Context: an optimization exercise on an open-source flow, tuned for small area and a short achievable clock period. The choices shown serve that exercise and are no tape-out recipe. In this exercise RTL edits were held to simulation tests only and were not proved equivalent to the original.

==> flow/design.v <==
module dl_lt_rip #(parameter W = 34) (
    input  wire [W-1:0] a,
    input  wire [W-1:0] b,
    output wire         lt
);
    reg r;
    integer i;
    always @(*) begin
        r = 1'b0;
        for (i = 0; i < W; i = i + 1)
            r = (!a[i] && b[i]) || (!(a[i] && !b[i]) && r);
    end
    assign lt = r;
endmodule
module dl_lt_pre #(parameter W = 34) (
    input  wire [W-1:0] a,
    input  wire [W-1:0] b,
    output wire         lt
);
    reg [63:0] l, g;
    integer i, d;
    always @(*) begin
        l = 64'd0;
        g = 64'd0;
        for (i = 0; i < W; i = i + 1) begin
            l[i] = !a[i] && b[i];
            g[i] = a[i] && !b[i];
        end
        for (d = 1; d < 64; d = d * 2)
            for (i = 0; i + d < 64; i = i + 2 * d) begin
                l[i] = l[i + d] || (!g[i + d] && l[i]);
                g[i] = g[i + d] || (!l[i + d] && g[i]);
            end
    end
    assign lt = l[0];
endmodule
module dl_add_pre #(parameter W = 32) (
    input  wire [W-1:0] a,
    input  wire [W-1:0] b,
    input  wire         ci,
    output wire [W-1:0] s,
    output wire         co
);
    reg [W:0] g, p, c;
    reg [W-1:0] x;
    integer i, d;
    always @(*) begin
        g = {a & b, ci};
        p = {a ^ b, 1'b0};
        x = a ^ b;
        for (d = 1; d <= W; d = d * 2)
            for (i = W; i >= 0; i = i - 1)
                if ((i / d) % 2 == 1) begin
                    g[i] = g[i] || (p[i] && g[(i / d) * d - 1]);
                    p[i] = p[i] && p[(i / d) * d - 1];
                end
        c = g;
    end
    assign s  = x ^ c[W-1:0];
    assign co = c[W];
endmodule
module dl_node #(parameter W = 34, parameter IW = 1, parameter FAST = 1) (
    input  wire          vl,
    input  wire [W-1:0]  kl,
    input  wire [IW-1:0] il,
    input  wire          vr,
    input  wire [W-1:0]  kr,
    input  wire [IW-1:0] ir,
    output wire          vo,
    output wire [W-1:0]  ko,
    output wire [IW:0]   io
);
    wire lt;
    generate
        if (FAST) begin : g_f
            dl_lt_pre #(.W(W)) u_lt (.a(kr), .b(kl), .lt(lt));
        end else begin : g_s
            dl_lt_rip #(.W(W)) u_lt (.a(kr), .b(kl), .lt(lt));
        end
    endgenerate
    wire sr = !vl || (vr && lt);
    assign vo = vl || vr;
    assign ko = sr ? kr : kl;
    assign io = sr ? {1'b1, ir} : {1'b0, il};
endmodule
module dl_div_head #(parameter DS = 6) (
    input  wire [14:0]   hor,
    input  wire [3:0]    wgt,
    output reg  [DS-1:0] q,
    output reg  [3:0]    rem
);
    wire [3:0] w_eff = (wgt == 4'd0) ? 4'd1 : wgt;
    reg  [4:0] r;
    integer    i;
    always @(*) begin
        r = 5'd0;
        for (i = 0; i < DS; i = i + 1) begin
            r = {r[3:0], hor[14 - i]};
            q[DS-1-i] = (r >= {1'b0, w_eff});
            if (q[DS-1-i]) r = r - {1'b0, w_eff};
        end
        rem = r[3:0];
    end
endmodule
module dl_keygen #(parameter DS = 6) (
    input  wire [31:0]   now,
    input  wire          tg,
    input  wire [16:0]   fa,       
    input  wire [14:0]   hor,
    input  wire [3:0]    wgt,
    input  wire [DS-1:0] q_hd,     
    input  wire [3:0]    r_hd,     
    output wire [31:0]   k
);
    wire [14:0] hor_eff = (hor == 15'd0) ? 15'd1 : hor;
    wire [3:0]  w_eff   = (wgt == 4'd0)  ? 4'd1  : wgt;
    reg  [17:0] h_f;
    reg  [4:0]  dv_r;
    integer     i;
    always @(*) begin
        h_f  = 18'd0;
        h_f[17:18-DS] = q_hd;
        dv_r = {1'b0, r_hd};
        for (i = 17 - DS; i >= 0; i = i - 1) begin
            dv_r = {dv_r[3:0], (i >= 3) ? hor_eff[(i >= 3) ? i - 3 : 0] : 1'b0};
            h_f[i] = (dv_r >= {1'b0, w_eff});
            if (h_f[i]) dv_r = dv_r - {1'b0, w_eff};
        end
    end
    wire [17:0] off_u = (h_f > {2'b00, fa[15:0]}) ? h_f : {2'b00, fa[15:0]};
    wire [18:0] off   = tg ? {{2{fa[16]}}, fa} : {1'b0, off_u};
    dl_add_pre #(.W(32)) u_add (.a(now), .b({{13{off[18]}}, off}), .ci(1'b0), .s(k), .co());
endmodule
module dl_late (
    input  wire [32:0] now_up,    
    input  wire [31:0] k,
    input  wire        untag,
    output wire [15:0] late_by
);
    wire [32:0] d;
    wire        nb;
    dl_add_pre #(.W(33)) u_sub (.a(now_up), .b({1'b1, ~k}), .ci(1'b1), .s(d), .co(nb));
    wire is_late = !untag && nb && (d != 33'd0);
    assign late_by = !is_late ? 16'd0 :
                     (d[32:16] != 17'd0) ? 16'hFFFF : d[15:0];
endmodule
module jx_dl_arb (
    input  wire        clk,
    input  wire        rst,
    input  wire [37:0] devtime,       
    input  wire [14:0] cfg_horizon,   
    input  wire        enq_valid,
    input  wire [4:0]  enq_slot,
    input  wire        enq_tagged,
    input  wire [15:0] enq_dl,
    input  wire [3:0]  enq_weight,
    input  wire [15:0] enq_floor,
    input  wire [31:0] elig,
    input  wire        grant_en,
    output reg         grant_valid,
    output reg  [4:0]  grant_slot,
    output reg         grant_tagged,
    output reg  [15:0] grant_dl,
    output reg  [15:0] grant_late_by,
    output reg         enq_late,
    output reg         enq_clamped,
    output wire [31:0] occupied
);
    localparam NS = 32;
    localparam KW = 34;              
    reg [31:0]   key    [0:NS-1];
    reg [NS-1:0] is_tag;
    reg [NS-1:0] valid;
    reg [4:0]    last;
    assign occupied = valid;
    wire [31:0] now = devtime[37:6];
    wire [15:0] r16 = enq_dl - now[15:0];
    wire clamp = (enq_floor != 16'd0) && (r16[15] || (r16 < enq_floor));
    wire late_arr = !clamp &&
                    (r16[15] || ((r16 == 16'd0) && (devtime[5:0] != 6'd0)));
    reg         pv;
    reg  [4:0]  ps;
    reg         pt;
    reg  [31:0] pnow;
    reg  [16:0] pfa;
    reg  [14:0] phor;
    reg  [3:0]  pwgt;
    reg  [5:0]  pq;
    reg  [3:0]  prem;
    wire [5:0]  q_hd;
    wire [3:0]  r_hd;
    dl_div_head #(.DS(6)) u_dh (.hor(cfg_horizon), .wgt(enq_weight), .q(q_hd), .rem(r_hd));
    always @(posedge clk) begin
        pv   <= enq_valid && !rst;
        ps   <= enq_slot;
        pt   <= enq_tagged;
        pnow <= now;
        pfa  <= !enq_tagged ? {1'b0, enq_floor} :
                clamp       ? {1'b0, enq_floor} : {r16[15], r16};
        phor <= cfg_horizon;
        pwgt <= enq_weight;
        pq   <= q_hd;
        prem <= r_hd;
    end
    wire [31:0] pkey;
    dl_keygen #(.DS(6)) u_kg (.now(pnow), .tg(pt), .fa(pfa), .hor(phor), .wgt(pwgt),
                             .q_hd(pq), .r_hd(prem), .k(pkey));
    wire [NS-1:0] pmask = pv ? (32'd1 << ps) : 32'd0;
    wire [KW-1:0] k0 [0:31];
    wire [31:0]   v0 = valid & elig & ~pmask;
    genvar g;
    generate
        for (g = 0; g < 32; g = g + 1) begin : g_leaf
            assign k0[g] = {key[g], !is_tag[g], (g[4:0] <= last)};
        end
    endgenerate
    wire [KW-1:0] k1 [0:15];
    wire [15:0]   v1;
    wire [0:0]    i1 [0:15];
    generate
        for (g = 0; g < 16; g = g + 1) begin : g_l1
            wire [1:0] io1;
            dl_node #(.W(KW), .IW(1), .FAST(0)) u_n (
                .vl(v0[2*g]), .kl(k0[2*g]), .il(1'b0),
                .vr(v0[2*g+1]), .kr(k0[2*g+1]), .ir(1'b0),
                .vo(v1[g]), .ko(k1[g]), .io(io1));
            assign i1[g] = io1[1];
        end
    endgenerate
    wire [KW-1:0] k2 [0:7];
    wire [7:0]    v2;
    wire [1:0]    i2 [0:7];
    generate
        for (g = 0; g < 8; g = g + 1) begin : g_l2
            dl_node #(.W(KW), .IW(1)) u_n (
                .vl(v1[2*g]), .kl(k1[2*g]), .il(i1[2*g]),
                .vr(v1[2*g+1]), .kr(k1[2*g+1]), .ir(i1[2*g+1]),
                .vo(v2[g]), .ko(k2[g]), .io(i2[g]));
        end
    endgenerate
    wire [KW-1:0] k3 [0:3];
    wire [3:0]    v3;
    wire [2:0]    i3 [0:3];
    generate
        for (g = 0; g < 4; g = g + 1) begin : g_l3
            dl_node #(.W(KW), .IW(2)) u_n (
                .vl(v2[2*g]), .kl(k2[2*g]), .il(i2[2*g]),
                .vr(v2[2*g+1]), .kr(k2[2*g+1]), .ir(i2[2*g+1]),
                .vo(v3[g]), .ko(k3[g]), .io(i3[g]));
        end
    endgenerate
    wire [KW-1:0] k4 [0:1];
    wire [1:0]    v4;
    wire [3:0]    i4 [0:1];
    generate
        for (g = 0; g < 2; g = g + 1) begin : g_l4
            dl_node #(.W(KW), .IW(3)) u_n (
                .vl(v3[2*g]), .kl(k3[2*g]), .il(i3[2*g]),
                .vr(v3[2*g+1]), .kr(k3[2*g+1]), .ir(i3[2*g+1]),
                .vo(v4[g]), .ko(k4[g]), .io(i4[g]));
        end
    endgenerate
    wire          pc   = pv && elig[ps];
    wire [KW+4:0] kp_f = {pkey, !pt, (ps <= last), ps};
    wire [KW+4:0] kl_f = {k4[0], 1'b0, i4[0]};
    wire [KW+4:0] kr_f = {k4[1], 1'b1, i4[1]};
    wire r_lt_l, p_lt_l, p_lt_r;
    dl_lt_pre #(.W(KW))   u_rl (.a(k4[1]), .b(k4[0]), .lt(r_lt_l));
    dl_lt_pre #(.W(KW+5)) u_pl (.a(kp_f),  .b(kl_f),  .lt(p_lt_l));
    dl_lt_pre #(.W(KW+5)) u_pr (.a(kp_f),  .b(kr_f),  .lt(p_lt_r));
    wire r_beats_l = v4[1] && (!v4[0] || r_lt_l);
    wire p_beats_l = !v4[0] || p_lt_l;
    wire p_beats_r = !v4[1] || p_lt_r;
    wire sel_p     = pc && p_beats_l && p_beats_r;
    wire sel_r     = !sel_p && r_beats_l;
    wire found     = v4[0] || v4[1] || pc;
    wire [KW+4:0] best_f = sel_p ? kp_f : sel_r ? kr_f : kl_f;
    wire [4:0]    best       = best_f[4:0];
    wire [31:0]   best_key   = best_f[KW+4:7];
    wire          best_untag = best_f[6];
    wire do_grant = grant_en && found;
    wire [32:0] now_up = {1'b0, now} + {32'd0, (devtime[5:0] != 6'd0)};
    wire [15:0] late_l, late_r, late_p;
    dl_late u_late_l (.now_up(now_up), .k(kl_f[KW+4:7]), .untag(kl_f[6]), .late_by(late_l));
    dl_late u_late_r (.now_up(now_up), .k(kr_f[KW+4:7]), .untag(kr_f[6]), .late_by(late_r));
    dl_late u_late_p (.now_up(now_up), .k(kp_f[KW+4:7]), .untag(kp_f[6]), .late_by(late_p));
    wire [15:0] late_by = sel_p ? late_p : sel_r ? late_r : late_l;
    integer s;
    always @(posedge clk) begin
        if (rst) begin
            valid         <= {NS{1'b0}};
            last          <= 5'd31;
            grant_valid   <= 1'b0;
            grant_slot    <= 5'd0;
            grant_tagged  <= 1'b0;
            grant_dl      <= 16'd0;
            grant_late_by <= 16'd0;
            enq_late      <= 1'b0;
            enq_clamped   <= 1'b0;
        end else begin
            if (do_grant) begin
                valid[best]   <= 1'b0;
                last          <= best;
                grant_valid   <= 1'b1;
                grant_slot    <= best;
                grant_tagged  <= !best_untag;
                grant_dl      <= best_key[15:0];
                grant_late_by <= late_by;
            end else begin
                grant_valid   <= 1'b0;
                grant_slot    <= 5'd0;
                grant_tagged  <= 1'b0;
                grant_dl      <= 16'd0;
                grant_late_by <= 16'd0;
            end
            if (enq_valid) begin
                valid[enq_slot] <= 1'b1;
                enq_late        <= enq_tagged && late_arr;
                enq_clamped     <= enq_tagged && clamp;
            end else begin
                enq_late        <= 1'b0;
                enq_clamped     <= 1'b0;
            end
        end
    end
    always @(posedge clk) begin
        for (s = 0; s < NS; s = s + 1) begin
            if (pv && ps == s[4:0]) begin
                key[s]    <= pkey;
                is_tag[s] <= pt;
            end
        end
    end
endmodule
make LEC_CHECK=0 ABC_AREA=1 CAP_MARGIN=20 CORE_MARGIN=2 CORE_UTILIZATION=40 CTS_CLUSTER_DIAMETER=150 CTS_CLUSTER_SIZE=16 SLEW_MARGIN=20 SYNTH_HIERARCHICAL=1 SYNTH_MINIMUM_KEEP_SIZE=0 finish   # period 125.0 ns
run.sh (not shown) runs the stock make flow with config.mk's settings and CLKGATE_MAP_FILE= SYNTH_SCRIPT=/design/flow/synth_recipe.tcl, a recipe that flattens the netlist after the stock synthesis.
Rerun with:
--- a/flow/design.v
+++ b/flow/design.v
@@ -218,12 +218,17 @@
     wire [15:0]   v1;
     wire [0:0]    i1 [0:15];
+    genvar bt;
     generate
         for (g = 0; g < 16; g = g + 1) begin : g_l1
-            wire [1:0] io1;
-            dl_node #(.W(KW), .IW(1), .FAST(0)) u_n (
-                .vl(v0[2*g]), .kl(k0[2*g]), .il(1'b0),
-                .vr(v0[2*g+1]), .kr(k0[2*g+1]), .ir(1'b0),
-                .vo(v1[g]), .ko(k1[g]), .io(io1));
-            assign i1[g] = io1[1];
+            wire [KW:0] rc;
+            assign rc[0] = 1'b0;
+            for (bt = 0; bt < KW; bt = bt + 1) begin : g_rc
+                assign rc[bt+1] = (k0[2*g+1][bt] == k0[2*g][bt]) ? rc[bt] : k0[2*g][bt];
+            end
+            wire lt = rc[KW];
+            wire sr = !v0[2*g] || (v0[2*g+1] && lt);
+            assign v1[g] = v0[2*g] | v0[2*g+1];
+            assign k1[g] = sr ? k0[2*g+1] : k0[2*g];
+            assign i1[g] = sr;
         end
     endgenerate
The new run produced a clean layout.
Worst setup slack is worse by 0.75 ns.
Global-route usage came out lower by 0.37 points.
Design area went down by 1.6%.
Routed wire length falls by 3.9%.
Area after synthesis went down by 2.5%.
Non-clock buffer count rose by 16.

[static timing again, ports no longer ideal]
The results above use ideal ports. As a check the final layouts listed here were re-extracted and re-timed, cells and wires unchanged. Step 1, drivers: a clkbuf_16 drives clk and a buf_2 each remaining input, both assumed. Step 2 times the ports against the registers' clock, not the clock port: input delays grow and output delays shrink by t, the midpoint of the rising clock arrivals with the driver on. a / b / c = ideal / step 1 / step 2; a / b = the first two.
| run | shift t [ns] | setup WS [ns] | slew at the worst register clock pin (ns) |
|---|---|---|---|
| the first run | 0.849 | 87.591 / 87.643 / 86.794 | 0.09 / 0.09 |
| the second run | 0.865 | 86.843 / 86.915 / 86.050 | 0.09 / 0.09 |
After both steps every run listed still meets setup and hold. The setup slack of the first run, which loses most, moves by +0.052 ns with the drivers and by -0.797 ns with both steps.
